This is an optimization exercise on Yosys and OpenROAD, whose aim is small area, a short achievable clock period and few clock cycles per item, not a production implementation. No functional check of the RTL was part of any run shown here.

[flow/design.v]
module cmac_sbox (
    input  wire [7:0] a,
    output wire [7:0] y
);
    wire U0, U1, U2, U3, U4, U5, U6, U7;
    assign U0 = a[7];
    assign U1 = a[6];
    assign U2 = a[5];
    assign U3 = a[4];
    assign U4 = a[3];
    assign U5 = a[2];
    assign U6 = a[1];
    assign U7 = a[0];
    wire T1, T2, T3, T4, T5, T6, T7, T8, T9, T10, T11, T12, T13, T14, T15, T16, T17, T18, T19, T20, T21, T22, T23, T24, T25, T26, T27, M1, M2, M3, M4, M5, M6, M7, M8, M9, M10, M11, M12, M13, M14, M15, M16, M17, M18, M19, M20, M21, M22, M23, M24, M25, M26, M27, M28, M29, M30, M31, M32, M33, M34, M35, M36, M37, M38, M39, M40, M41, M42, M43, M44, M45, M46, M47, M48, M49, M50, M51, M52, M53, M54, M55, M56, M57, M58, M59, M60, M61, M62, M63, L0, L1, L2, L3, L4, L5, L6, L7, L8, L9, L10, L11, L12, L13, L14, L15, L16, L17, L18, L19, L20, L21, L22, L23, L24, L25, L26, L27, L28, L29, S0, S1, S2, S3, S4, S5, S6, S7;
    assign T1 = U0 ^ U3;
    assign T2 = U0 ^ U5;
    assign T3 = U0 ^ U6;
    assign T4 = U3 ^ U5;
    assign T5 = U4 ^ U6;
    assign T6 = T1 ^ T5;
    assign T7 = U1 ^ U2;
    assign T8 = U7 ^ T6;
    assign T9 = U7 ^ T7;
    assign T10 = T6 ^ T7;
    assign T11 = U1 ^ U5;
    assign T12 = U2 ^ U5;
    assign T13 = T3 ^ T4;
    assign T14 = T6 ^ T11;
    assign T15 = T5 ^ T11;
    assign T16 = T5 ^ T12;
    assign T17 = T9 ^ T16;
    assign T18 = U3 ^ U7;
    assign T19 = T7 ^ T18;
    assign T20 = T1 ^ T19;
    assign T21 = U6 ^ U7;
    assign T22 = T7 ^ T21;
    assign T23 = T2 ^ T22;
    assign T24 = T2 ^ T10;
    assign T25 = T20 ^ T17;
    assign T26 = T3 ^ T16;
    assign T27 = T1 ^ T12;
    assign M1 = T13 & T6;
    assign M2 = T23 & T8;
    assign M3 = T14 ^ M1;
    assign M4 = T19 & U7;
    assign M5 = M4 ^ M1;
    assign M6 = T3 & T16;
    assign M7 = T22 & T9;
    assign M8 = T26 ^ M6;
    assign M9 = T20 & T17;
    assign M10 = M9 ^ M6;
    assign M11 = T1 & T15;
    assign M12 = T4 & T27;
    assign M13 = M12 ^ M11;
    assign M14 = T2 & T10;
    assign M15 = M14 ^ M11;
    assign M16 = M3 ^ M2;
    assign M17 = M5 ^ T24;
    assign M18 = M8 ^ M7;
    assign M19 = M10 ^ M15;
    assign M20 = M16 ^ M13;
    assign M21 = M17 ^ M15;
    assign M22 = M18 ^ M13;
    assign M23 = M19 ^ T25;
    assign M24 = M22 ^ M23;
    assign M25 = M22 & M20;
    assign M26 = M21 ^ M25;
    assign M27 = M20 ^ M21;
    assign M28 = M23 ^ M25;
    assign M29 = M28 & M27;
    assign M30 = M26 & M24;
    assign M31 = M20 & M23;
    assign M32 = M27 & M31;
    assign M33 = M27 ^ M25;
    assign M34 = M21 & M22;
    assign M35 = M24 & M34;
    assign M36 = M24 ^ M25;
    assign M37 = M21 ^ M29;
    assign M38 = M32 ^ M33;
    assign M39 = M23 ^ M30;
    assign M40 = M35 ^ M36;
    assign M41 = M38 ^ M40;
    assign M42 = M37 ^ M39;
    assign M43 = M37 ^ M38;
    assign M44 = M39 ^ M40;
    assign M45 = M42 ^ M41;
    assign M46 = M44 & T6;
    assign M47 = M40 & T8;
    assign M48 = M39 & U7;
    assign M49 = M43 & T16;
    assign M50 = M38 & T9;
    assign M51 = M37 & T17;
    assign M52 = M42 & T15;
    assign M53 = M45 & T27;
    assign M54 = M41 & T10;
    assign M55 = M44 & T13;
    assign M56 = M40 & T23;
    assign M57 = M39 & T19;
    assign M58 = M43 & T3;
    assign M59 = M38 & T22;
    assign M60 = M37 & T20;
    assign M61 = M42 & T1;
    assign M62 = M45 & T4;
    assign M63 = M41 & T2;
    assign L0 = M61 ^ M62;
    assign L1 = M50 ^ M56;
    assign L2 = M46 ^ M48;
    assign L3 = M47 ^ M55;
    assign L4 = M54 ^ M58;
    assign L5 = M49 ^ M61;
    assign L6 = M62 ^ L5;
    assign L7 = M46 ^ L3;
    assign L8 = M51 ^ M59;
    assign L9 = M52 ^ M53;
    assign L10 = M53 ^ L4;
    assign L11 = M60 ^ L2;
    assign L12 = M48 ^ M51;
    assign L13 = M50 ^ L0;
    assign L14 = M52 ^ M61;
    assign L15 = M55 ^ L1;
    assign L16 = M56 ^ L0;
    assign L17 = M57 ^ L1;
    assign L18 = M58 ^ L8;
    assign L19 = M63 ^ L4;
    assign L20 = L0 ^ L1;
    assign L21 = L1 ^ L7;
    assign L22 = L3 ^ L12;
    assign L23 = L18 ^ L2;
    assign L24 = L15 ^ L9;
    assign L25 = L6 ^ L10;
    assign L26 = L7 ^ L9;
    assign L27 = L8 ^ L10;
    assign L28 = L11 ^ L14;
    assign L29 = L11 ^ L17;
    assign S0 = L6 ^ L24;
    assign S1 = ~(L16 ^ L26);
    assign S2 = ~(L19 ^ L28);
    assign S3 = L6 ^ L21;
    assign S4 = L20 ^ L22;
    assign S5 = L25 ^ L29;
    assign S6 = ~(L13 ^ L27);
    assign S7 = ~(L6 ^ L23);
    assign y = {S0, S1, S2, S3, S4, S5, S6, S7};
endmodule
module cmac_tag (
    input  wire         clk,
    input  wire         rst,           
    input  wire         in_valid,
    output wire         in_ready,
    input  wire         in_first,      
    input  wire         in_last,       
    input  wire [4:0]   in_nbytes,     
    input  wire [127:0] in_data,
    input  wire [127:0] key,
    output reg          tag_valid,
    output wire [63:0]  tag
);
    localparam [2:0] S_IDLE = 3'd0,    
                     S_LCMP = 3'd1,    
                     S_LRDY = 3'd2,    
                     S_RUN  = 3'd3,    
                     S_WAIT = 3'd4;    
    reg [2:0]   state;
    reg [3:0]   rnd;                   
    reg         rlast;                 
    reg [127:0] s;                     
    reg [127:0] rk;                    
    reg [127:0] kq;                    
    reg [127:0] l;                     
    reg         lv;                    
    reg         blk_last;              
    reg         offer_q;               
    reg         hit_q;                 
    assign tag = s[127:64];
    wire st_idle = (state == S_IDLE);
    wire st_lcmp = (state == S_LCMP);
    wire st_lrdy = (state == S_LRDY);
    wire st_run  = (state == S_RUN);
    wire st_wait = (state == S_WAIT);
    assign in_ready = (st_idle && offer_q && hit_q) ||
                      (st_lcmp && rlast && !blk_last) ||
                      st_lrdy || st_wait ||
                      (st_run && rlast && !blk_last);
    wire take   = in_valid && in_ready;
    wire lstart = st_idle && in_valid && offer_q && !hit_q;
    wire [127:0] sb;                   
    genvar g;
    generate
        for (g = 0; g < 16; g = g + 1) begin : g_sub
            cmac_sbox u_sbox (.a(s[8*g +: 8]), .y(sb[8*g +: 8]));
        end
    endgenerate
    wire [127:0] sr;                   
    generate
        for (g = 0; g < 16; g = g + 1) begin : g_shift
            localparam integer R   = g % 4;
            localparam integer COL = g / 4;
            localparam integer SRC = R + 4 * ((COL + R) % 4);
            assign sr[127 - 8*g -: 8] = sb[127 - 8*SRC -: 8];
        end
    endgenerate
    wire [127:0] mc;
    generate
        for (g = 0; g < 4; g = g + 1) begin : g_mix
            wire [7:0] a0 = sr[127 - 32*g      -: 8];
            wire [7:0] a1 = sr[127 - 32*g - 8  -: 8];
            wire [7:0] a2 = sr[127 - 32*g - 16 -: 8];
            wire [7:0] a3 = sr[127 - 32*g - 24 -: 8];
            wire [7:0] t  = a0 ^ a1 ^ a2 ^ a3;
            wire [7:0] e0 = a0 ^ a1;
            wire [7:0] e1 = a1 ^ a2;
            wire [7:0] e2 = a2 ^ a3;
            wire [7:0] e3 = a3 ^ a0;
            wire [7:0] x0 = {e0[6:0], 1'b0} ^ (e0[7] ? 8'h1b : 8'h00);
            wire [7:0] x1 = {e1[6:0], 1'b0} ^ (e1[7] ? 8'h1b : 8'h00);
            wire [7:0] x2 = {e2[6:0], 1'b0} ^ (e2[7] ? 8'h1b : 8'h00);
            wire [7:0] x3 = {e3[6:0], 1'b0} ^ (e3[7] ? 8'h1b : 8'h00);
            wire [7:0] m  = {8{~rlast}};
            assign mc[127 - 32*g      -: 8] = a0 ^ ((t ^ x0) & m);
            assign mc[127 - 32*g - 8  -: 8] = a1 ^ ((t ^ x1) & m);
            assign mc[127 - 32*g - 16 -: 8] = a2 ^ ((t ^ x2) & m);
            assign mc[127 - 32*g - 24 -: 8] = a3 ^ ((t ^ x3) & m);
        end
    endgenerate
    reg [7:0] rcon;
    always @(*) begin
        case (rnd)
            4'd1:    rcon = 8'h01;
            4'd2:    rcon = 8'h02;
            4'd3:    rcon = 8'h04;
            4'd4:    rcon = 8'h08;
            4'd5:    rcon = 8'h10;
            4'd6:    rcon = 8'h20;
            4'd7:    rcon = 8'h40;
            4'd8:    rcon = 8'h80;
            4'd9:    rcon = 8'h1b;
            4'd10:   rcon = 8'h36;
            default: rcon = 8'h00;
        endcase
    end
    wire [31:0] w3  = rk[31:0];
    wire [31:0] rot = {w3[23:0], w3[31:24]};
    wire [31:0] subw;
    generate
        for (g = 0; g < 4; g = g + 1) begin : g_ksub
            cmac_sbox u_ksbox (.a(rot[8*g +: 8]), .y(subw[8*g +: 8]));
        end
    endgenerate
    wire [31:0]  kt   = subw ^ {rcon, 24'd0};
    wire [31:0]  nk0  = rk[127:96] ^ kt;
    wire [31:0]  nk1  = rk[95:64]  ^ rk[127:96] ^ kt;
    wire [31:0]  nk2  = rk[63:32]  ^ rk[95:64] ^ rk[127:96] ^ kt;
    wire [31:0]  nk3  = rk[31:0]   ^ rk[63:32] ^ rk[95:64] ^ rk[127:96] ^ kt;
    wire [127:0] rk_next = {nk0, nk1, nk2, nk3};
    wire [127:0] round_out = mc ^ rk_next;
    wire [127:0] k1 = {l[126:0], 1'b0} ^ (l[127] ? 128'h87 : 128'h0);
    wire [127:0] k2 = {k1[126:0], 1'b0} ^ (k1[127] ? 128'h87 : 128'h0);
    reg [127:0] padded;
    integer b;
    always @(*) begin
        for (b = 0; b < 16; b = b + 1) begin
            if (b < in_nbytes)
                padded[127 - 8*b -: 8] = in_data[127 - 8*b -: 8];
            else if (b == in_nbytes)
                padded[127 - 8*b -: 8] = 8'h80;
            else
                padded[127 - 8*b -: 8] = 8'h00;
        end
    end
    wire         full    = in_nbytes[4];
    wire [127:0] m_blk   = !in_last ? in_data :
                           full     ? in_data ^ k1 :
                                      padded ^ k2;
    wire [127:0] kk      = st_idle ? key : kq;
    wire [127:0] blockin = (take ? m_blk : 128'd0) ^ kk;
    wire busy = st_lcmp || st_run;
    always @(posedge clk) begin
        if (busy) begin
            if (st_lcmp && rlast)
                s <= blockin;
            else if (take)
                s <= round_out ^ blockin;
            else
                s <= round_out;
        end else if (take || lstart) begin
            s <= (st_wait ? s : 128'd0) ^ blockin;
        end
        if (take || lstart)
            rk <= kk;
        else
            rk <= rk_next;
        if (lstart)
            kq <= key;
        if (st_lcmp && rlast)
            l <= round_out;
    end
    always @(posedge clk) begin
        if (rst) begin
            state     <= S_IDLE;
            tag_valid <= 1'b0;
            lv        <= 1'b0;
            offer_q   <= 1'b0;
            hit_q     <= 1'b0;
            rnd       <= 4'd1;
            rlast     <= 1'b0;
            blk_last  <= 1'b0;
        end else begin
            tag_valid <= 1'b0;
            offer_q   <= in_valid && !take;
            hit_q     <= lv && (key == kq) && !lstart;
            if (take || lstart) begin
                rnd   <= 4'd1;
                rlast <= 1'b0;
            end else begin
                rnd   <= rnd + 4'd1;
                rlast <= (rnd == 4'd9);
            end
            if (take || lstart)
                blk_last <= in_last;
            case (state)
                S_IDLE: begin
                    if (take)
                        state <= S_RUN;
                    else if (lstart) begin
                        lv    <= 1'b0;
                        state <= S_LCMP;
                    end
                end
                S_LCMP: begin
                    if (rlast) begin
                        lv    <= 1'b1;
                        state <= take ? S_RUN : S_LRDY;
                    end
                end
                S_LRDY: begin
                    if (take)
                        state <= S_RUN;
                end
                S_RUN: begin
                    if (rlast) begin
                        if (blk_last) begin
                            tag_valid <= 1'b1;
                            state     <= S_IDLE;
                        end else if (!take) begin
                            state <= S_WAIT;
                        end
                    end
                end
                S_WAIT: begin
                    if (take)
                        state <= S_RUN;
                end
                default: state <= S_IDLE;
            endcase
        end
    end
endmodule
[flow/run.sh]
#!/bin/bash
# synth_recipe.tcl (not shown) runs the flow's synth.tcl, then flattens the netlist and writes it again
# the make line also repeats each setting of config.mk as NAME=value (left out here)
make -C /OpenROAD-flow-scripts/flow DESIGN_CONFIG=/design/flow/config.mk WORK_HOME=/design/flow/orfs CLKGATE_MAP_FILE= SYNTH_SCRIPT=/design/flow/synth_recipe.tcl finish
[flow/config.mk]
export PLATFORM = sky130hd
export DESIGN_NAME = cmac_tag
export DESIGN_NICKNAME = cmac_tag
export VERILOG_FILES = /design/flow/design.v
export SDC_FILE = /design/flow/constraint.sdc
export NUM_CORES = 8
export LEC_CHECK = 0
export CAP_MARGIN = 20
export CORE_MARGIN = 2
export CORE_UTILIZATION = 25
export PLACE_DENSITY = 0.4
export SLEW_MARGIN = 20
[flow/constraint.sdc]
create_clock -name core_clock -period 10.0 [get_ports {clk}]
set_input_delay 2.0000 -clock core_clock [delete_from_list [all_inputs] [get_ports {clk}]]
set_output_delay 2.0000 -clock core_clock [all_outputs]
set_load 0.01 [all_outputs]
==> results of run 1 <==
## worst min path at each step
stage               startpoint  endpoint  cells after the start
global route            rnd[2]     rlast                      1
floorplan               rnd[0]    rnd[0]                      1
detailed placement      rnd[3]     rlast                      2
finish                  rnd[2]     rlast                      1
CTS                     rnd[2]     rlast                      1
global placement        rnd[2]     rlast                      1
## cells in the final DEF, fill, tap and decap left out, types with 67 or more instances in the layout
cell and count:
nor3_1 176, o211ai_1 348, clkdlybuf4s50_1 328, xnor2_1 1301, dfxtp_1 147, nand3_1 441, a211oi_1 125, and2_1 83
a21oi_1 707, xnor2_2 75, o22ai_1 115, buf_4 359, clkbuf_16 73, nand2_1 865, nor2_1 735, o21ai_0 813
edfxtp_1 384, mux2i_1 344, xnor3_1 236, inv_1 157, nor2b_1 67, a31oi_1 108, xor2_1 655
## flip-flops by register name (all words and copies together) (netlist names), 3 cells and up
register  flops
rnd           4
s           128
state         3
rcon          8
kq          128
rk          128
l           128
## cells by family after synthesis
family / after synthesis / share of synthesized area
XOR/XNOR: 2348 / 0.317
AND/OR/NAND/NOR: 2814 / 0.163
buffers and inverters: 871 / 0.0446
AO/OA/AOI/OAI: 2916 / 0.234
adder cells (fa/ha/maj): 54 / 0.00821
flip-flops: 533 / 0.182
multiplexers: 401 / 0.0515
## per-layer routing
metal	wire, um	part of all wire
met5	182	0.00044
met4	20300	0.049
met3	31800	0.076
met2	185000	0.44
met1	181000	0.43
## per-stage QoR
stage / cell area (um^2) / utilization
2_1_floorplan: 79900 / -
3_3_place_gp: 88500 / 0.278
3_5_place_dp: 88600 / 0.278
4_1_cts: 90900 / 0.286
5_1_grt: 90900 / 0.286
6_report: 91000 / 0.286
## layout make-up
type	count	area (um^2)	area share
Antenna cell	23	57.6	0.000633
Tap cell	4180	5230	0.0575
Sequential cell	533	14500	0.160
Clock inverter	33	327	0.00359
Clock buffer	99	1990	0.0219
Multi-Input combinational cell	8533	62100	0.683
Inverter	159	604	0.00664
Timing Repair Buffer	695	6140	0.0675
==> flow_summary_export.csv, run 1 <==
group,metric,value,unit
global_routing,gr-usage-all-layers,0.246,
critical_path,critPathCaptureType,"flip-flop",
synth,synth_most_common_cell,"xnor2_1",
critical_path,critPathMaxFanout,15,
status,status,"timing/DRC/antenna clean",
critical_path,cp_num_cells,19,
global_routing,grt_util_met3,0.0370,
cts,postCtsSetupBuffers,0,
cts,clock_latency,730,ps
critical_path,path_cells,"xor2_1, xnor2_1, xnor2_1, ha_1, xor2_1, xor2_1, xnor3_1, o21ai_0, o22ai_1, nand2_1, a32oi_1, xnor3_1, xnor3_1, xor2_1, xnor3_1, xnor2_1, nor2_1, or3b_1, nand4_1",
critical_path,crit_path_end,"s[66]",
floorplanning,core_area,0.318,mm^2
placed_design,pre_cts_ws,1360,ps
timing,setup_tns,0,ps
final_layout,final_cells,14300,
drt,post-route-drc-count,0,
timing,holdWs,465,ps
cts,cts-buffers-inserted,71,
drt,avgRoutedWirePerCell,29.3,um
critical_path,max_stage_delay,960,ps
global_routing,antenna_found_initial,71,
timing,hold_viol_final,0,
timing,rsz0062_at_grt,"false",
cts,cts_max_level,3,
timing,fin_ws,1200,ps
floorplanning,dieHeight,569,um
critical_path,r2r-end,"s[66]",
critical_path,path_buf_inv,0,
cts,cts.path.max_buffers,3,
floorplanning,num_rows,207,
placed_design,dp.cells,14100,
drt,vias,80200,
global_routing,use_met1,0.336,
cts,cts_resized,0,
global_routing,grt-busiest-layer,"met2",
synth,syn_area,0.0799,mm^2
global_routing,grt_max_degree,133,
cts,clkSinkCount,533,
final_layout,nets,10300,
placed_design,hpwlAfterDp,327000,um
cts,cts_tree,"yes",
drt,dr.first_iter.drc_count,9597,
global_routing,grt_pass1_vias,72800,
critical_path,crit_path_top_delay_cell,"xnor2_1",
cts,clkSlewWorstSetupHoldPaths,60,ps
synth,synth_edf_count,384,
timing,tightestPinTransition,1240,ps
synth,synth_cell_types,116,
synth,ys_top_cells_by_count,"xnor2_1, nand2_1, o21ai_0",
floorplanning,dieArea,0.324,mm^2
drt,vias_per_cell,5.63,
placed_design,io_buffers,330,
floorplanning,initial_utilization,0.251,
global_routing,grt_pass1_wl,576000,um
timing,fin_skew,41.2,ps
timing,drv_slew,0,
timing,setup_viol,0,
synth,dominantRegCellSynth,"edfxtp_1",
final_layout,area_growth,13.9,%
synth,synth_area_leaders,"xnor2_1, edfxtp_1, xor2_1",
global_routing,grtUsageMet2,0.383,
critical_path,rr_worst_depth,19,
synth,yosysSeqAreaShare,0.182,
placed_design,gp_congestion,0.969,
critical_path,worstPathRequired,10560,ps
synth,synth.avg_cell_area,8.04,um^2
drt,drtPass1Iterations,7,
final_layout,drive_gt1_frac,0.0750,
synth,yosys_register_bits,533,
cts,root_buffer,"clkbuf_16",
min_path,hold_path.class,"flip-flop to flip-flop",
critical_path,r2r_slack,1200,ps
synth,async_flop_share,0,
floorplanning,die_w,569,um
timing,max-slew-margin-rel,0.148,
critical_path,crit_type,"flip-flop to flip-flop",
synth,yosysWarnings,1,
cts,ctsHoldBuffers,0,
drt,antenna_left,0,
critical_path,critPathArrivalTime,9360,ps
critical_path,timing.rr.start,"s[94]",
synth,synth_top_area_cell,"xnor2_1",
timing,fmax,0.114,GHz
floorplanning,io_pins,332,
flow_run,drv_cap,0,
timing,min_period,8800,ps
critical_path,cp-startpoint,"s[94]",
timing,fin_crit_sh,0.880,
critical_path,start_kind,"flip-flop",
critical_path,worst_path_dominant_cell_family,"XOR/XNOR gates",
synth,synth_nets,10200,
global_routing,grt-ovfl-total,0,
drt,wl,418000,um
final_layout,n_fill_cell,34100,
synth,syn-instance-count,9937,
synth,yosys.area.top_type_share,0.145,
==> run 2: changes to the inputs <==
--- a/flow/config.mk
+++ b/flow/config.mk
@@ -9,4 +9,5 @@
 export CORE_MARGIN = 2
 export CORE_UTILIZATION = 25
 export PLACE_DENSITY = 0.4
+export SETUP_SLACK_MARGIN = 3
 export SLEW_MARGIN = 20
==> run 2 against run 1 <==
Net effect:
- design area grew 7.1%
- hold slack better by 0.60 ps
- critical path type unchanged
- synthesized cell count stayed put
- flip-flop and latch count unchanged
- die area unchanged
- highest routed layer unchanged
- fmax up 27%
- synthesized area is the same
- final cell count is 1.8% higher
- critical endpoint is now s[108]
- first-iteration DRC count grew 8.0%
- wire length is 1.0% higher
==> flow_summary_export.csv, run 2 <==
group,metric,value,unit
status,status,"timing/DRC/antenna clean",
global_routing,gr-usage-all-layers,0.249,
synth,yosysSeqAreaShare,0.182,
drt,dr.first_iter.drc_count,10400,
global_routing,antenna_found_initial,61,
drt,wl,422000,um
cts,cts.path.max_buffers,3,
final_layout,drive_gt1_frac,0.147,
synth,synth_nets,10200,
critical_path,crit_type,"flip-flop to flip-flop",
global_routing,grt-ovfl-total,0,
drt,drtPass1Iterations,8,
cts,clock_latency,750,ps
timing,max-slew-margin-rel,0.162,
critical_path,max_stage_delay,510,ps
timing,fin_crit_sh,0.694,
drt,post-route-drc-count,0,
timing,min_period,6940,ps
global_routing,grt_pass1_vias,73800,
final_layout,nets,10600,
floorplanning,die_w,569,um
min_path,hold_path.class,"flip-flop to flip-flop",
timing,hold_viol_final,0,
drt,vias_per_cell,5.62,
min_path,worstHoldStart,"rnd[2]",
synth,syn_area,0.0799,mm^2
min_path,hold_depth,1,
synth,synth_cell_types,116,
synth,synth_most_common_cell,"xnor2_1",
critical_path,critPathMaxFanout,20,
drt,avgRoutedWirePerCell,29.1,um
synth,ys_top_cells_by_count,"xnor2_1, nand2_1, o21ai_0",
synth,synth_top_area_cell,"xnor2_1",
critical_path,path_cells,"buf_12, xnor2_4, xor2_1, buf_4, xnor2_2, ha_1, xor2_1, xnor3_1, xor2_1, buf_4, nor2_1, a32oi_1, a21oi_1, a211o_2, xor3_2, xnor2_4, xnor3_1, xnor3_2, xnor2_2, or4_1, nand4_1",
drt,antenna_left,0,
cts,clkSinkCount,533,
critical_path,worst_path_dominant_cell_family,"XOR/XNOR gates",
synth,yosys.area.top_type_share,0.145,
critical_path,worstPathRequired,10440,ps
critical_path,critPathCaptureType,"flip-flop",
floorplanning,core_area,0.318,mm^2
final_layout,final_cell_mix,"xnor2_1, nand2_1, o21ai_0",
floorplanning,dieHeight,569,um
floorplanning,initial_utilization,0.251,
synth,async_flop_share,0,
synth,synth_area_leaders,"xnor2_1, edfxtp_1, xor2_1",
placed_design,gp_congestion,0.957,
placed_design,io_buffers,330,
min_path,whs_endpoint,"rlast",
critical_path,critPathArrivalTime,7370,ps
synth,dominantRegCellSynth,"edfxtp_1",
synth,yosysWarnings,1,
critical_path,crit_top_cell,"xor2_1",
final_layout,area_growth,22.0,%
cts,clkSlewWorstSetupHoldPaths,60,ps
critical_path,rr_worst_depth,21,
timing,rsz0062_at_grt,"true",
critical_path,r2r-end,"s[108]",
critical_path,r2r_slack,3060,ps
cts,cts_max_level,3,
timing,setup_viol,0,
floorplanning,num_rows,207,
drt,vias,81500,
cts,cts-buffers-inserted,73,
critical_path,start_kind,"flip-flop",
critical_path,cp-startpoint,"s[83]",
timing,drv_slew,0,
timing,tightestPinTransition,1250,ps
synth,syn-instance-count,9937,
critical_path,path_buf_inv,3,
cts,cts_tree,"yes",
final_layout,final_common_cell,"xnor2_1",
timing,fmax,0.144,GHz
timing,setup_tns,0,ps
floorplanning,io_pins,332,
placed_design,hpwlAfterDp,325000,um
global_routing,grt_pass1_wl,583000,um
synth,synth.avg_cell_area,8.04,um^2
synth,synth_edf_count,384,
flow_run,drv_cap,0,
global_routing,grt_max_degree,114,
synth,yosys_register_bits,533,
cts,root_buffer,"clkbuf_16",
critical_path,timing.rr.start,"s[83]",
critical_path,crit_path_top_delay_cell,"xor3_2",
timing,fin_skew,37.5,ps
floorplanning,dieArea,0.324,mm^2
-- run 2: cell counts after synthesis --
Identical to the previous run, type by type.
-- run 2: cell type report --
type,count,area [um^2]
Sequential cell,533,14500
Inverter,159,604
Clock inverter,36,359
Fill cell,33700,221000
Antenna cell,28,70.1
Timing Repair Buffer,943,8260
Clock buffer,98,1990
Tap cell,4180,5230
Multi-Input combinational cell,8536,66400
-- run 2: how the worst max path moves through the flow --
| stage | end | slack [ps] | cells after the start |
|---|---|---|---|
| global placement | s[64] | 1330 | 23 |
| global route | s[34] | 2880 | 22 |
| finish | s[108] | 3060 | 21 |
| CTS | s[107] | 2960 | 22 |
| floorplan | s[112] | 3420 | 12 |
| detailed placement | s[64] | 1290 | 23 |
-- run 2: layer usage --
layer	track usage	up-vias	wire (um)
li1	-	36700	-
met1	0.342	40400	182000
met2	0.385	3862	186000
met3	0.0338	600	31900
met4	0.112	22	21900
met5	0	-	149
-- run 2: cells by family after synthesis --
kind of cell	after synthesis	synth area share
AOI/OAI and AO/OA	2916	0.234
and+or+nand+nor	2814	0.163
xor gates and xnor gates	2348	0.317
buffers and inverters	871	0.0446
DFF	533	0.182
muxes	401	0.0515
adders and majority gates	54	0.00821
-- run 2: what timing repair did --
item / CTS / global route
hold endpoints to repair: 0 / 0
buffers inserted: 135 / 119
hold buffers: 0 / 0
pin swaps: 47 / 66
gates cloned: 3 / 1
resized for setup: 425 / 248
endpoints found under the setup margin: 283 / 164
-- run 2: through the flow --
step / hold slack (ps) / setup slack (ps) / utilization / std cells / cell area, um^2
3_5_place_dp: 463 / 1290 / 0.278 / 14100 / 88500
5_1_grt: 488 / 2880 / 0.306 / 14500 / 97400
2_1_floorplan: 416 / 3420 / - / 9937 / 79900
3_3_place_gp: 447 / 1330 / 0.278 / 14100 / 88400
4_1_cts: 473 / 2960 / 0.298 / 14400 / 94800
6_report: 466 / 3060 / 0.306 / 14500 / 97500
==> run 3: changes to the inputs <==
--- a/flow/design.v
+++ b/flow/design.v
@@ -153,7 +153,7 @@
     input  wire [127:0] in_data,
     input  wire [127:0] key,
     output reg          tag_valid,
-    output wire [63:0]  tag
+    output reg  [63:0]  tag
 );
     localparam [2:0] S_IDLE = 3'd0,    
                      S_LCMP = 3'd1,    
@@ -171,7 +171,6 @@
     reg         blk_last;              
     reg         offer_q;               
     reg         hit_q;                 
-    assign tag = s[127:64];
     wire st_idle = (state == S_IDLE);
     wire st_lcmp = (state == S_LCMP);
     wire st_lrdy = (state == S_LRDY);
@@ -180,9 +179,10 @@
     assign in_ready = (st_idle && offer_q && hit_q) ||
                       (st_lcmp && rlast && !blk_last) ||
                       st_lrdy || st_wait ||
-                      (st_run && rlast && !blk_last);
+                      (st_run && rlast && (!blk_last || (offer_q && hit_q)));
     wire take   = in_valid && in_ready;
-    wire lstart = st_idle && in_valid && offer_q && !hit_q;
+    wire lstart = (st_idle || (st_run && rlast && blk_last)) &&
+                  in_valid && offer_q && !hit_q;
     wire [127:0] sb;                   
     genvar g;
     generate
@@ -255,36 +255,36 @@
     wire [127:0] round_out = mc ^ rk_next;
     wire [127:0] k1 = {l[126:0], 1'b0} ^ (l[127] ? 128'h87 : 128'h0);
     wire [127:0] k2 = {k1[126:0], 1'b0} ^ (k1[127] ? 128'h87 : 128'h0);
-    reg [127:0] padded;
-    integer b;
+    wire        full = in_nbytes[4];
+    reg  [15:0] dec;                   
+    reg  [15:0] lt;                    
+    integer j;
     always @(*) begin
-        for (b = 0; b < 16; b = b + 1) begin
-            if (b < in_nbytes)
-                padded[127 - 8*b -: 8] = in_data[127 - 8*b -: 8];
-            else if (b == in_nbytes)
-                padded[127 - 8*b -: 8] = 8'h80;
-            else
-                padded[127 - 8*b -: 8] = 8'h00;
+        for (j = 0; j < 16; j = j + 1) begin
+            dec[j] = (in_nbytes[3:0] == j);
+            lt[j]  = (in_nbytes[3:0] >  j);
         end
     end
-    wire         full    = in_nbytes[4];
-    wire [127:0] m_blk   = !in_last ? in_data :
-                           full     ? in_data ^ k1 :
-                                      padded ^ k2;
-    wire [127:0] kk      = st_idle ? key : kq;
+    wire [15:0] keep = lt | {16{full}};    
+    reg [127:0] padded;
+    integer i;
+    always @(*) begin
+        for (i = 0; i < 16; i = i + 1)
+            padded[127 - 8*i -: 8] = (!in_last || keep[i]) ? in_data[127 - 8*i -: 8] :
+                                     {dec[i] && !full, 7'd0};
+    end
+    wire [127:0] m_blk   = padded ^ (!in_last ? 128'd0 : full ? k1 : k2);
+    wire [127:0] kk      = lstart ? key : kq;
     wire [127:0] blockin = (take ? m_blk : 128'd0) ^ kk;
     wire busy = st_lcmp || st_run;
     always @(posedge clk) begin
-        if (busy) begin
-            if (st_lcmp && rlast)
-                s <= blockin;
-            else if (take)
-                s <= round_out ^ blockin;
-            else
-                s <= round_out;
-        end else if (take || lstart) begin
-            s <= (st_wait ? s : 128'd0) ^ blockin;
-        end
+        if (busy && !(rlast && (st_lcmp || blk_last)))
+            s <= round_out ^ ((take || lstart) ? blockin : 128'd0);
+        else if (st_wait)
+            s <= s ^ (take ? blockin : 128'd0);
+        else
+            s <= blockin;
+        tag <= round_out[127:64];
         if (take || lstart)
             rk <= kk;
         else
@@ -340,7 +340,12 @@
                     if (rlast) begin
                         if (blk_last) begin
                             tag_valid <= 1'b1;
-                            state     <= S_IDLE;
+                            if (lstart) begin
+                                lv    <= 1'b0;
+                                state <= S_LCMP;
+                            end else if (!take) begin
+                                state <= S_IDLE;
+                            end
                         end else if (!take) begin
                             state <= S_WAIT;
                         end
==> flow/flow/run.sh (new file) <==
#!/bin/bash
# Layout flow: the standard flow (standard.sh), with synthesis run by
# flow/synth_custom.tcl, which maps logic with an area-recovering ABC script,
# and the port buffers made of buf_1 cells.
set -euo pipefail
cd "$(dirname "$0")/.."
W=$PWD
bash standard.sh SYNTH_SCRIPT=$W/flow/synth_custom.tcl \
  "BUFFER_PORTS_ARGS=-buffer_cell sky130_fd_sc_hd__buf_1" \
  finish > $W/flow_orfs.log 2>&1
==> flow/flow/abc_custom.script (new file) <==
strash
&get -n
&st
&dch
&nf -R 1000 -p
&put
topo
stime -c
buffer -c
upsize -c
dnsize -c
==> flow/flow/synth_custom.tcl (new file) <==
# The standard flow's synthesis (synth_recipe.tcl) with one change: ABC maps with an
# area-recovering script instead of ORFS's abc_speed.script.
set ::custom_abc_script [file join [file dirname [file normalize [info script]]] abc_custom.script]
proc synth {args} { yosys synth -nofsm -noshare {*}$args }
proc abc {args} {
  set i [lsearch -exact $args -script]
  if { $i >= 0 } {
    set args [lreplace $args [expr {$i + 1}] [expr {$i + 1}] $::custom_abc_script]
  }
  yosys abc {*}$args
}
source $::env(SCRIPTS_DIR)/synth.tcl
# left out here: clear keep_hierarchy, flatten, clean up, hide names made inside functions, write 1_2_yosys.v
==> flow/standard.sh (new file) <==
#!/bin/bash
# synth_recipe.tcl (not shown) runs the flow's synth.tcl, then flattens the netlist and writes it again
# the make line also repeats each setting of config.mk as NAME=value (left out here)
make -C /OpenROAD-flow-scripts/flow DESIGN_CONFIG=/design/flow/config.mk WORK_HOME=/design/flow/orfs CLKGATE_MAP_FILE= SYNTH_SCRIPT=/design/flow/synth_recipe.tcl "${@:-finish}"
--- a/flow/config.mk
+++ b/flow/config.mk
@@ -7,7 +7,7 @@
 export LEC_CHECK = 0
 export CAP_MARGIN = 20
 export CORE_MARGIN = 2
-export CORE_UTILIZATION = 25
-export PLACE_DENSITY = 0.4
+export CORE_UTILIZATION = 50
+export PLACE_DENSITY = 0.6
 export SETUP_SLACK_MARGIN = 3
 export SLEW_MARGIN = 20
removed: flow/run.sh
==> run 3 against run 2 <==
Net effect:
- first-iteration DRC count down 57%
- synthesized area decreased by 30%
- clock-buffer cell count is 6 higher
- largest cell class unchanged
- non-clock buffer count fell by 501
- global-route usage up 12 points
- design area decreased by 36%
==> flow_summary_export.csv, run 3 <==
group,metric,value,unit
synth,synth_top_area_cell,"xnor2_1",
synth,synth_edf_count,128,
timing,fin_skew,49.6,ps
cts,cts_resized,4,
critical_path,timing.rr.start,"rk[18]",
timing,min_period,6800,ps
synth,ys_top_cells_by_count,"xnor2_1, xor2_1, nor2_1",
flow_run,drv_cap,0,
drt,post-route-drc-count,0,
drt,antenna_left,0,
final_layout,area_growth,11.2,%
critical_path,worstPathRequired,10530,ps
critical_path,start_kind,"flip-flop",
synth,dominantRegCellSynth,"dfxtp_1",
critical_path,critPathCaptureType,"flip-flop",
cts,cts-buffers-inserted,75,
synth,yosys.area.top_type_share,0.282,
synth,yosys_register_bits,597,
floorplanning,dieHeight,339,um
floorplanning,initial_utilization,0.505,
floorplanning,num_rows,122,
drt,vias_per_cell,5.59,
global_routing,gr-usage-all-layers,0.369,
cts,clkSinkCount,597,
cts,postCtsSetupBuffers,0,
final_layout,final_common_cell,"xnor2_1",
critical_path,rr_worst_depth,22,
critical_path,critPathMaxFanout,8,
floorplanning,core_area,0.111,mm^2
critical_path,critPathArrivalTime,7330,ps
min_path,worstHoldStart,"rnd[0]",
timing,setup_viol,0,
synth,yosysWarnings,1,
final_layout,post-route-util,0.561,
floorplanning,die_w,339,um
drt,vias,46400,
final_layout,stdcell_area,0.0623,mm^2
global_routing,grt_pass1_vias,44300,
synth,yosysSeqAreaShare,0.236,
critical_path,crit_type,"flip-flop to flip-flop",
timing,setup_tns,0,ps
placed_design,dpl_cell_area,0.0591,mm^2
timing,drv_slew,0,
final_layout,final_cell_mix,"xnor2_1, xor2_1, nor2_1",
cts,ctsHoldBuffers,0,
drt,avgRoutedWirePerCell,26.3,um
synth,syn_area,0.0560,mm^2
timing,rsz0062_at_grt,"true",
floorplanning,io_pins,332,
min_path,whs_endpoint,"rnd[0]",
synth,async_flop_share,0,
floorplanning,dieArea,0.115,mm^2
placed_design,gp_congestion,1.00,
final_layout,drive_gt1_frac,0.0902,
synth,synth_most_common_cell,"xnor2_1",
timing,fin_crit_sh,0.680,
final_layout,n_fill_cell,10400,
placed_design,io_buffers,330,
global_routing,grt-ovfl-total,0,
cts,clock_latency,680,ps
timing,hold_viol_final,0,
drt,wl,218000,um
final_layout,nets,7058,
cts,root_buffer,"clkbuf_16",
min_path,hold_path.class,"flip-flop to flip-flop",
synth,syn-instance-count,6507,
synth,synth_cell_types,76,
synth,synth.avg_cell_area,8.61,um^2
timing,tightestPinTransition,1210,ps
cts,cts_max_level,3,
status,status,"timing/DRC/antenna clean",
placed_design,hpwlAfterDp,176000,um
synth,synth_nets,6819,
timing,fmax,0.147,GHz
critical_path,r2r_slack,3200,ps
drt,dr.first_iter.drc_count,4425,
global_routing,antenna_found_initial,9,
cts,cts_tree,"yes",
global_routing,grt_pass1_wl,309000,um
timing,max-slew-margin-rel,0.173,
min_path,hold_depth,1,
critical_path,r2r-end,"s[92]",
cts,cts.path.max_buffers,3,
cts,clkSlewWorstSetupHoldPaths,60,ps
drt,drtPass1Iterations,7,
synth,synth_area_leaders,"xnor2_1, dfxtp_1, xor2_1",
global_routing,grt_max_degree,142,
-- run 3: stage by stage --
stage	hold WS, ps	worst slack (ps)	instances
after floorplan	416	3890	6507
after global placement	437	2900	8156
after detailed placement	445	2890	8157
after CTS	457	3000	8295
after global routing	480	2970	8295
final	458	3200	8297
-- run 3: cell type report --
cell class | count | area [um^2] | share of cell area
sequential | 597 | 13200 | 0.212
tap | 1488 | 1860 | 0.0299
timing repair buffer | 442 | 2150 | 0.0345
inverter | 255 | 957 | 0.0154
clock buffer | 104 | 2200 | 0.0353
clock inverter | 34 | 268 | 0.00430
multi-input combinational | 5375 | 41600 | 0.668
antenna | 2 | 5.00 | 0.0000803
-- run 3: cell families (layout without fill, tap and decap cells) --
| logic type | Yosys count | in the layout | share of synthesized area |
|---|---|---|---|
| XOR/XNOR | 2755 | 2755 | 0.464 |
| AND/OR/NAND/NOR | 1509 | 1509 | 0.114 |
| AO/OA/AOI/OAI | 878 | 878 | 0.103 |
| flip-flops | 597 | 597 | 0.236 |
| buffers and inverters | 535 | 835 | 0.0381 |
| multiplexers | 187 | 187 | 0.0336 |
| adder cells (fa/ha/maj) | 46 | 46 | 0.0103 |
| other | 0 | 2 | 0 |
-- run 3: worst max-delay path by stage --
stage               startpoint     to  slack (ps)  cells past startpoint
global route              s[9]  s[79]        2970                     23
global placement        rk[15]  s[87]        2900                     21
CTS                     rk[15]  s[87]        3000                     21
floorplan             state[2]   l[0]        3890                      3
detailed placement      rk[15]  s[87]        2890                     21
finish                  rk[18]  s[92]        3200                     22
-- run 3: layer usage --
metal | vias to the layer above | share of wire | track usage
li1 | 21600 | - | -
met4 | 8 | 0.075 | 0.231
met5 | - | 0.00026 | 0
met3 | 468 | 0.086 | 0.0702
met2 | 1965 | 0.43 | 0.569
met1 | 22300 | 0.41 | 0.474
-- run 3: critical path, cell delays in order (launching register included) --
cell,delay (ps)
dfxtp_1,540
xnor2_1,230
xor2_1,370
xnor2_1,200
ha_1,280
xnor2_1,190
xnor2_1,100
xnor2_1,440
o21ai_0,210
xor2_1,350
xor2_1,290
xor2_1,240
nor2_2,80
xor2_2,370
xor2_2,200
xnor2_1,500
xnor2_2,110
buf_4,220
xnor2_1,690
xnor2_1,170
xnor2_1,580
xor2_1,210
o21ai_1,70
==> run 4: changes to the inputs <==
--- a/flow/design.v
+++ b/flow/design.v
@@ -246,13 +246,14 @@
             cmac_sbox u_ksbox (.a(rot[8*g +: 8]), .y(subw[8*g +: 8]));
         end
     endgenerate
-    wire [31:0]  kt   = subw ^ {rcon, 24'd0};
-    wire [31:0]  nk0  = rk[127:96] ^ kt;
-    wire [31:0]  nk1  = rk[95:64]  ^ rk[127:96] ^ kt;
-    wire [31:0]  nk2  = rk[63:32]  ^ rk[95:64] ^ rk[127:96] ^ kt;
-    wire [31:0]  nk3  = rk[31:0]   ^ rk[63:32] ^ rk[95:64] ^ rk[127:96] ^ kt;
-    wire [127:0] rk_next = {nk0, nk1, nk2, nk3};
-    wire [127:0] round_out = mc ^ rk_next;
+    wire [31:0]  p0   = rk[127:96] ^ {rcon, 24'd0};
+    wire [31:0]  p1   = rk[95:64]  ^ p0;
+    wire [31:0]  p2   = rk[63:32]  ^ p1;
+    wire [31:0]  p3   = rk[31:0]   ^ p2;
+    wire [127:0] pre  = {p0, p1, p2, p3};
+    wire [127:0] late = mc ^ {4{subw}};
+    wire [127:0] rk_next   = pre ^ {4{subw}};
+    wire [127:0] round_out = late ^ pre;
     wire [127:0] k1 = {l[126:0], 1'b0} ^ (l[127] ? 128'h87 : 128'h0);
     wire [127:0] k2 = {k1[126:0], 1'b0} ^ (k1[127] ? 128'h87 : 128'h0);
     wire        full = in_nbytes[4];
@@ -276,14 +277,13 @@
     wire [127:0] m_blk   = padded ^ (!in_last ? 128'd0 : full ? k1 : k2);
     wire [127:0] kk      = lstart ? key : kq;
     wire [127:0] blockin = (take ? m_blk : 128'd0) ^ kk;
+    wire sel_r  = (st_lcmp || st_run) && !(rlast && (st_lcmp || blk_last));
+    wire y_key  = take || lstart || !(sel_r || st_wait);
+    wire [127:0] y = (take ? m_blk : 128'd0) ^ (y_key ? kk : 128'd0);
     wire busy = st_lcmp || st_run;
     always @(posedge clk) begin
-        if (busy && !(rlast && (st_lcmp || blk_last)))
-            s <= round_out ^ ((take || lstart) ? blockin : 128'd0);
-        else if (st_wait)
-            s <= s ^ (take ? blockin : 128'd0);
-        else
-            s <= blockin;
+        s <= ({128{sel_r}} & late) ^
+             (({128{sel_r}} & pre) ^ ({128{st_wait}} & s) ^ y);
         tag <= round_out[127:64];
         if (take || lstart)
             rk <= kk;
==> run 4 against run 3 <==
Net effect:
- still clean
- clock-buffer cell count increased by 2
- via count increased by 0.44%
- final cell count grew 1.3%
- critical endpoint is now l[127]
- largest cell class unchanged
==> flow_summary_export.csv, run 4 <==
group,metric,value,unit
timing,setup_tns,0,ps
synth,synth-compound-area-share,0.102,
critical_path,timing.rr.start,"s[87]",
synth,dominantRegCellSynth,"dfxtp_1",
synth,synth_xor_area_frac,0.480,
critical_path,max_stage_delay,630,ps
cts,cts.path.max_buffers,3,
timing,max-slew-margin-rel,0.174,
final_layout,nets,7169,
critical_path,critPathCaptureType,"flip-flop",
min_path,hold_path.class,"flip-flop to flip-flop",
timing,fin_skew,31.2,ps
synth,synth_area_leaders,"xnor2_1, dfxtp_1, xor2_1",
placed_design,gp_congestion,1.03,
synth,yosys_register_bits,597,
cts,cts_tree,"yes",
final_layout,final_common_cell,"xnor2_1",
cts,clkSlewWorstSetupHoldPaths,60,ps
timing,fin_crit_sh,0.684,
timing,fin_ws,3160,ps
critical_path,path_cells,"xnor2_1, xnor2_1, xnor2_1, ha_1, xnor2_1, xnor2_1, xnor2_1, nand2_1, a21o_1, o21a_1, xnor2_1, nand2_1, xnor2_2, xor2_1, xnor2_1, xor2_2, xnor2_2, xnor2_1, nor2_1, xnor2_1, xnor2_1, buf_4",
synth,synth_nets,6855,
placed_design,dpl_cell_area,0.0586,mm^2
critical_path,worstPathRequired,10390,ps
critical_path,worst_path_dominant_cell_family,"XOR/XNOR gates",
placed_design,pre_cts_ws,2910,ps
synth,synth_most_common_cell,"xnor2_1",
floorplanning,die_w,337,um
critical_path,critPathArrivalTime,7230,ps
final_layout,post-route-util,0.561,
floorplanning,dieArea,0.113,mm^2
critical_path,r2r-end,"l[127]",
global_routing,grt_pass1_vias,44100,
drt,post-route-drc-count,0,
floorplanning,initial_utilization,0.502,
drt,dr.first_iter.drc_count,4989,
critical_path,rr_worst_depth,22,
final_layout,n_fill_cell,10500,
cts,clock_latency,670,ps
synth,syn-instance-count,6543,
synth,syn_area,0.0553,mm^2
synth,yosysSeqAreaShare,0.239,
final_layout,seqCellArea,0.0132,mm^2
final_layout,final_cells,8409,
global_routing,gr-usage-all-layers,0.367,
timing,hold_viol_final,0,
synth,synth_simple_gate_area_frac,0.110,
synth,synth_fa_ha_area_frac,0.0104,
placed_design,hpwlAfterDp,172000,um
synth,synth_top_area_cell,"xnor2_1",
critical_path,crit_path_top_delay_cell,"dfxtp_1",
critical_path,cp-startpoint,"s[87]",
drt,wl,214000,um
drt,drtPass1Iterations,7,
final_layout,area_growth,11.7,%
timing,fmax,0.146,GHz
synth,synth_edf_count,128,
drt,vias,46600,
timing,tightestPinTransition,1200,ps
cts,cts-buffers-inserted,74,
synth,synth.avg_cell_area,8.45,um^2
cts,cts_max_level,3,
global_routing,grt-ovfl-total,0,
critical_path,r2r_slack,3160,ps
critical_path,crit_path_end,"l[127]",
timing,drv_slew,0,
placed_design,io_buffers,330,
drt,antenna_left,0,
synth,yosysWarnings,1,
floorplanning,core_area,0.110,mm^2
final_layout,stdcell_area,0.0618,mm^2
critical_path,path_buf_inv,1,
synth,ys_top_cells_by_count,"xnor2_1, xor2_1, nor2_1",
critical_path,crit_type,"flip-flop to flip-flop",
critical_path,critPathMaxFanout,6,
global_routing,antenna_found_initial,13,
floorplanning,dieHeight,337,um
drt,vias_per_cell,5.54,
final_layout,final_cell_mix,"xnor2_1, xor2_1, nor2_1",
synth,synth.area.mux_share,0.0247,
timing,min_period,6840,ps
cts,clkSinkCount,597,
cts,root_buffer,"clkbuf_16",
cts,ctsHoldBuffers,0,
drt,avgRoutedWirePerCell,25.5,um
flow_run,drv_cap,0,
synth,synth_cell_types,73,
placed_design,dp.cells,8259,
critical_path,crit_top_cell,"xnor2_1",
floorplanning,num_rows,122,
synth,synth_top_family_by_area,"XOR/XNOR gates",
timing,rsz0062_at_grt,"true",
synth,yosys.area.top_type_share,0.320,
critical_path,start_kind,"flip-flop",
final_layout,drive_gt1_frac,0.0742,
critical_path,cp_num_cells,22,
floorplanning,io_pins,332,
global_routing,grt_max_degree,147,
synth,async_flop_share,0,
final_layout,multi_input_area,0.0409,mm^2
status,status,"timing/DRC/antenna clean",
global_routing,grt_pass1_wl,302000,um
timing,setup_viol,0,
-- run 4: cell types whose count changed after synthesis, moves of 20 or more --
cell,before,now
a22oi_1,171,195
a311o_1,53,0
a41o_1,40,0
buf_2,49,29
mux2i_1,184,133
nand2_1,500,479
nand3_1,48,11
nor2_1,692,712
o21ai_0,118,258
o21ai_1,43,22
o22ai_1,101,65
xnor2_1,1805,2018
xnor2_2,134,100
xnor2_4,26,4
-- run 4: layer usage --
| layer | vias up | wire length (um) | global-route usage |
|---|---|---|---|
| li1 | 21700 | - | - |
| met1 | 22200 | 88600 | 0.491 |
| met2 | 2180 | 91100 | 0.559 |
| met3 | 456 | 20700 | 0.0638 |
| met4 | 18 | 13800 | 0.204 |
| met5 | - | 127 | 0 |
-- run 4: cell families (layout without fill, tap and decap cells) --
family / count (synthesis) / count (layout)
DFF: 597 / 597
AOI/OAI and AO/OA: 917 / 917
adders and majority gates: 46 / 46
other: 0 / 3
muxes: 136 / 136
buffers and inverters: 490 / 865
xor gates and xnor gates: 2913 / 2913
and+or+nand+nor: 1444 / 1444
-- run 4: how the worst min path moves through the flow --
stage,to,slack [ps],depth (start not counted),from
3_5_place_dp,rnd[0],460,1,rnd[0]
5_1_grt,rnd[0],480,1,rnd[0]
6_report,rnd[0],470,1,rnd[0]
3_3_place_gp,rnd[0],440,1,rnd[0]
2_1_floorplan,rnd[0],420,1,rnd[0]
4_1_cts,rnd[0],480,1,rnd[0]
-- run 4: per-stage QoR --
stage	hold WS, ps
after floorplan	416
after global placement	439
after detailed placement	460
after CTS	475
after global routing	484
final	470
-- run 4: repair_timing --
item,CTS,global route
pin swaps,0,4
resized for setup,6,86
setup endpoints to repair,17,193
setup buffers,0,10
-- run 4: area by class of cell --
class                           count  share of cell area
Clock buffer                      106              0.0344
Tap cell                         1488              0.0301
Sequential cell                   597               0.214
Antenna cell                        3            0.000121
Timing Repair Buffer              477              0.0388
Multi-Input combinational cell   5456               0.662
Clock inverter                     31             0.00488
Inverter                          251              0.0152
==> run 5: changes to the inputs <==
--- a/flow/config.mk
+++ b/flow/config.mk
@@ -8,6 +8,7 @@
 export CAP_MARGIN = 20
 export CORE_MARGIN = 2
 export CORE_UTILIZATION = 50
+export GPL_TIMING_DRIVEN = 1
 export PLACE_DENSITY = 0.6
 export SETUP_SLACK_MARGIN = 3
 export SLEW_MARGIN = 20
==> run 5 against run 4 <==
Net effect:
- wire length stayed put
- utilization stayed put
- die area stayed put
- design area stayed put
- clock-buffer cell count stayed put
- register-to-register slack hardly changed
- synthesized area stayed put
- fmax stayed put
- hold slack stayed put
- critical path depth stayed put
- largest cell class unchanged
==> flow_summary_export.csv, run 5 <==
group,metric,value,unit
floorplanning,io_pins,332,
final_layout,area_growth,11.7,%
cts,cts.path.max_buffers,3,
synth,syn_area,0.0553,mm^2
timing,fin_crit_sh,0.684,
critical_path,rr_worst_depth,22,
critical_path,critPathCaptureType,"flip-flop",
timing,fin_skew,31.2,ps
synth,dominantRegCellSynth,"dfxtp_1",
timing,hold_viol_final,0,
critical_path,worstPathRequired,10390,ps
synth,synth_most_common_cell,"xnor2_1",
final_layout,drive_gt1_frac,0.0742,
drt,antenna_left,0,
global_routing,grt_pass1_vias,44100,
synth,synth_simple_gate_area_frac,0.110,
critical_path,critPathMaxFanout,6,
synth,synth_xor_area_frac,0.480,
cts,ctsHoldBuffers,0,
final_layout,n_fill_cell,10500,
drt,avgRoutedWirePerCell,25.5,um
synth,yosysWarnings,1,
critical_path,cp-startpoint,"s[87]",
global_routing,grtUsageMet2,0.559,
synth,synth_fa_ha_area_frac,0.0104,
global_routing,grt_pass1_wl,302000,um
placed_design,gp_congestion,1.03,
final_layout,final_common_cell,"xnor2_1",
min_path,hold_depth,1,
synth,syn-instance-count,6543,
cts,cts-buffers-inserted,74,
min_path,worstHoldStart,"rnd[0]",
synth,yosysSeqAreaShare,0.239,
global_routing,antenna_found_initial,13,
critical_path,start_kind,"flip-flop",
synth,synth.avg_cell_area,8.45,um^2
critical_path,timing.rr.start,"s[87]",
floorplanning,die_w,337,um
floorplanning,initial_utilization,0.502,
cts,clock_latency,670,ps
cts,clkSlewWorstSetupHoldPaths,60,ps
timing,rsz0062_at_grt,"true",
global_routing,grt-busiest-layer,"met2",
synth,synth_edf_count,128,
drt,drtPass1Iterations,7,
timing,holdWs,470,ps
final_layout,post-route-util,0.561,
global_routing,grt_util_met3,0.0638,
final_layout,nets,7169,
floorplanning,core_area,0.110,mm^2
critical_path,r2r_slack,3160,ps
timing,min_period,6840,ps
synth,synth_nets,6855,
cts,cts_tree,"yes",
timing,setup_tns,0,ps
synth,synth_top_area_cell,"xnor2_1",
final_layout,final_cells,8409,
drt,vias_per_cell,5.54,
synth,async_flop_share,0,
drt,dr.first_iter.drc_count,4989,
critical_path,critPathArrivalTime,7230,ps
synth,synth_top_family_by_area,"XOR/XNOR gates",
global_routing,grt-ovfl-total,0,
cts,root_buffer,"clkbuf_16",
placed_design,io_buffers,330,
timing,max-slew-margin-rel,0.174,
cts,cts_max_level,3,
synth,yosys.area.top_type_share,0.320,
drt,wl,214000,um
synth,synth-compound-area-share,0.102,
drt,vias,46600,
synth,synth_area_leaders,"xnor2_1, dfxtp_1, xor2_1",
global_routing,gr-usage-all-layers,0.367,
synth,synth_cell_types,73,
timing,fmax,0.146,GHz
global_routing,use_met1,0.491,
critical_path,crit_type,"flip-flop to flip-flop",
final_layout,multi_input_area,0.0409,mm^2
floorplanning,dieArea,0.113,mm^2
critical_path,r2r-end,"l[127]",
floorplanning,dieHeight,337,um
synth,synth.area.mux_share,0.0247,
flow_run,drv_cap,0,
timing,drv_slew,0,
min_path,whs_endpoint,"rnd[0]",
placed_design,dp.cells,8259,
synth,yosys_register_bits,597,
cts,clkSinkCount,597,
drt,post-route-drc-count,0,
min_path,hold_path.class,"flip-flop to flip-flop",
synth,ys_top_cells_by_count,"xnor2_1, xor2_1, nor2_1",
timing,tightestPinTransition,1200,ps
final_layout,final_cell_mix,"xnor2_1, xor2_1, nor2_1",
placed_design,hpwlAfterDp,172000,um
final_layout,seqCellArea,0.0132,mm^2
timing,setup_viol,0,
global_routing,grt_max_degree,147,
status,status,"timing/DRC/antenna clean",
floorplanning,num_rows,122,
## run 5: logic make-up (layout without fill, tap and decap cells)
family	count (synthesis)	after routing
buf+inv	490	865
fa+ha+maj	46	46
compound gates	917	917
simple gates	1444	1444
flops	597	597
other cells	0	3
mux	136	136
xor+xnor	2913	2913
## run 5: layout make-up
type	count	share of cell area
tap	1488	0.0301
timing repair buffer	477	0.0388
sequential	597	0.214
antenna	3	0.000121
inverter	251	0.0152
clock inverter	31	0.00488
multi-input combinational	5456	0.662
clock buffer	106	0.0344
## run 5: through the flow
stage,setup WS (ps),cell area (um^2)
after floorplan,3880,55300
after global placement,2970,58600
after detailed placement,2910,58600
after CTS,3000,61100
after global routing,2900,61800
final,3160,61800
## run 5: worst max-delay path, cell delays in order, from the launching register on
cell	delay [ps]
dfxtp_1	630
xnor2_1	200
xnor2_1	450
xnor2_1	170
ha_1	330
xnor2_1	200
xnor2_1	110
xnor2_1	360
nand2_1	130
a21o_1	190
o21a_1	160
xnor2_1	290
nand2_1	150
xnor2_2	360
xor2_1	240
xnor2_1	610
xor2_2	420
xnor2_2	210
xnor2_1	620
nor2_1	130
xnor2_1	290
xnor2_1	100
buf_4	220
## run 5: worst max path at each step
| stage | end | slack [ps] | depth (start not counted) |
|---|---|---|---|
| floorplan | l[0] | 3880 | 3 |
| global placement | l[39] | 2970 | 21 |
| detailed placement | l[9] | 2910 | 21 |
| CTS | s[46] | 3000 | 22 |
| global route | l[95] | 2900 | 21 |
| finish | l[127] | 3160 | 22 |
## run 5: what timing repair did
action	CTS	global route
buffers inserted	0	10
pin swaps	0	4
resized for setup	6	86
cloned	0	0
setup endpoints to repair	17	193
## run 5: routing by layer
| layer | vias up | share of wire |
|---|---|---|
| met5 | - | 0.00059 |
| met1 | 22200 | 0.41 |
| li1 | 21700 | - |
| met3 | 456 | 0.097 |
| met4 | 18 | 0.064 |
| met2 | 2180 | 0.43 |
==> run 6: changes to the inputs <==
--- a/flow/config.mk
+++ b/flow/config.mk
@@ -8,7 +8,6 @@
 export CAP_MARGIN = 20
 export CORE_MARGIN = 2
 export CORE_UTILIZATION = 50
-export GPL_TIMING_DRIVEN = 1
 export PLACE_DENSITY = 0.6
-export SETUP_SLACK_MARGIN = 3
+export SETUP_SLACK_MARGIN = 3.5
 export SLEW_MARGIN = 20
==> run 6 against run 5 <==
Net effect:
- global-route usage increased by 0.16 points
- utilization grew 2.0 points
- sequential share of layout area fell by 0.68 points
- design area up 3.5%
- critical path type unchanged
==> flow_summary_export.csv, run 6 <==
group,metric,value,unit
timing,drv_slew,0,
global_routing,grt_pass1_vias,44300,
floorplanning,dieArea,0.113,mm^2
global_routing,grt-ovfl-total,0,
critical_path,critPathCaptureType,"flip-flop",
timing,rsz0062_at_grt,"true",
drt,post-route-drc-count,0,
synth,ys_top_cells_by_count,"xnor2_1, xor2_1, nor2_1",
drt,wl,216000,um
critical_path,path_buf_inv,0,
global_routing,use_met1,0.490,
timing,fin_skew,34.6,ps
status,status,"timing/DRC/antenna clean",
final_layout,area_growth,15.7,%
synth,syn_area,0.0553,mm^2
critical_path,max_stage_delay,480,ps
placed_design,hpwlAfterDp,172000,um
global_routing,grt-busiest-layer,"met2",
drt,drtPass1Iterations,6,
synth,synth_nets,6855,
synth,synth_cell_types,73,
synth,yosys_register_bits,597,
placed_design,gp_congestion,1.03,
synth,synth_edf_count,128,
cts,clkSinkCount,597,
cts,cts_tree,"yes",
timing,setup_tns,0,ps
flow_run,drv_cap,0,
critical_path,worstPathRequired,10370,ps
timing,hold_viol_final,0,
critical_path,crit_top_cell,"xnor2_1",
final_layout,nets,7221,
critical_path,crit_type,"flip-flop to flip-flop",
synth,yosysSeqAreaShare,0.239,
floorplanning,core_area,0.110,mm^2
final_layout,n_fill_cell,10200,
cts,clock_latency,670,ps
drt,antenna_left,0,
cts,cts_max_level,3,
cts,cts.path.max_buffers,3,
global_routing,grtUsageMet2,0.563,
floorplanning,num_rows,122,
cts,ctsHoldBuffers,0,
global_routing,grt_max_degree,147,
synth,async_flop_share,0,
timing,setup_viol,0,
floorplanning,initial_utilization,0.502,
final_layout,final_cell_mix,"xnor2_1, xor2_1, nor2_1",
critical_path,worst_path_dominant_cell_family,"XOR/XNOR gates",
drt,vias_per_cell,5.54,
final_layout,final_common_cell,"xnor2_1",
global_routing,grt_pass1_wl,303000,um
cts,root_buffer,"clkbuf_16",
global_routing,antenna_found_initial,14,
final_layout,seqCellArea,0.0133,mm^2
synth,synth_area_leaders,"xnor2_1, dfxtp_1, xor2_1",
timing,tightestPinTransition,1220,ps
critical_path,crit_path_top_delay_cell,"xnor2_2",
floorplanning,io_pins,332,
timing,max-slew-margin-rel,0.182,
cts,clkSlewWorstSetupHoldPaths,60,ps
final_layout,multi_input_area,0.0426,mm^2
drt,avgRoutedWirePerCell,25.5,um
floorplanning,die_w,337,um
synth,dominantRegCellSynth,"dfxtp_1",
critical_path,start_kind,"flip-flop",
synth,yosys.area.top_type_share,0.320,
timing,fmax,0.158,GHz
synth,yosysWarnings,1,
drt,vias,46900,
floorplanning,dieHeight,337,um
synth,syn-instance-count,6543,
final_layout,drive_gt1_frac,0.109,
synth,synth.avg_cell_area,8.45,um^2
timing,min_period,6310,ps
critical_path,path_cells,"xnor2_2, xor2_2, xnor2_1, ha_1, xnor2_1, xnor2_1, xnor2_2, nand2_1, o22ai_1, nor2_1, a21oi_1, nand2_1, xnor2_1, xnor2_1, xor2_1, xnor2_2, xnor2_2, xor2_2, a21oi_1, o21ai_1, xnor2_1, xnor2_1",
drt,dr.first_iter.drc_count,4976,
global_routing,gr-usage-all-layers,0.369,
synth,synth_top_area_cell,"xnor2_1",
timing,fin_crit_sh,0.631,
synth,synth_most_common_cell,"xnor2_1",
critical_path,critPathMaxFanout,6,
global_routing,grt_util_met3,0.0674,
critical_path,critPathArrivalTime,6680,ps
placed_design,io_buffers,330,
cts,cts-buffers-inserted,74,
min_path,hold_path.class,"flip-flop to flip-flop",
==> run 6: cell counts after synthesis <==
Identical to the previous run, type by type.
==> run 6: what timing repair did <==
item / 4_1_cts / 5_1_grt
cloned: 0 / 0
setup buffers: 16 / 46
gates resized for setup: 100 / 234
pin swaps: 8 / 26
setup endpoints to repair: 227 / 308
==> run 6: final cells by class <==
class / count / share of cell area
diodes: 6 / 0.000235
clock buffers: 106 / 0.0332
clock inverters: 31 / 0.00471
inverters: 251 / 0.0147
multi-input cells: 5456 / 0.666
flip-flops and latches: 597 / 0.208
well taps: 1488 / 0.0291
repair buffers: 529 / 0.0442
==> run 6: kinds of logic (layout without fill, tap and decap cells) <==
kind of cell             after synthesis  count (layout)  share of synthesized area
flip-flops                           597             597                      0.239
AND/OR/NAND/NOR                     1444            1444                      0.110
AO/OA/AOI/OAI                        917             917                      0.102
other                                  0               6                          0
XOR/XNOR                            2913            2913                      0.480
multiplexers                         136             136                     0.0247
buffers and inverters                490             917                     0.0342
adder cells (fa/ha/maj)               46              46                     0.0104
==> run 6: through the flow <==
stage / hold slack (ps) / instance area, um^2 / setup WS (ps) / util / std cells
2_1_floorplan: 416 / 55300 / 3880 / - / 6543
3_3_place_gp: 439 / 58600 / 2970 / 0.532 / 8258
3_5_place_dp: 460 / 58600 / 2910 / 0.532 / 8259
4_1_cts: 475 / 61900 / 3400 / 0.561 / 8412
5_1_grt: 484 / 64000 / 3440 / 0.580 / 8458
6_report: 471 / 64000 / 3690 / 0.580 / 8464
==> run 6: path summary, 6_finish.rpt <==
kind	end	cells past startpoint	slack, ps	startpoint
worst min register to register	rnd[0]	1	470	rnd[0]
worst max register to register	l[124]	22	3690	s[7]
worst min-delay path	rnd[0]	1	470	rnd[0]
worst max-delay path	l[124]	22	3690	s[7]
==> run 6: metal layers <==
layer  wire length (um)  up-vias
met2              92600     2196
li1                   -    21800
met1              88500    22400
met3              20900      471
met5                106        -
met4              13900       16
==> run 6: worst reg2reg max path, delay by kind of cell (launching register included) <==
family | cells | cell delay [ps]
fa+ha+maj | 1 | 250
flops | 1 | 430
xor+xnor | 14 | 3930
compound gates | 4 | 1040
simple gates | 3 | 360

## static timing again, ports no longer ideal
No port has a modelled driver above. Below, the same layouts with a new extraction and two added sets of constraints.
Step 1: set_driving_cell puts a clkbuf_16 on clk and a buf_2 on each other input, an assumption about the parent block.
Step 2 adds t to the input delays and takes it off the output delays; t is the mean of the earliest and latest rising clock arrival at the registers after step 1. Input paths then give back, and output paths get back, about the clock's delay inside the block.
Three values: ideal, step 1, step 2; two values: the first two.
run	t (ns)	setup WS [ns]	worst register clock-pin slew, ns
run 1	0.788	1.200 / 1.200 / 1.200	0.07 / 0.07
run 2	0.816	3.064 / 3.064 / 2.920	0.07 / 0.07
run 3	0.740	3.202 / 3.202 / 3.202	0.07 / 0.07
run 4	0.727	3.161 / 3.161 / 3.161	0.07 / 0.07
run 5	0.727	3.161 / 3.161 / 3.161	0.07 / 0.07
run 6	0.728	3.686 / 3.686 / 3.686	0.07 / 0.07
After both steps setup and hold are still met in every run listed. The setup slack of run 2, which loses most, moves by 0.000 ns with the drivers and by -0.144 ns with both steps.
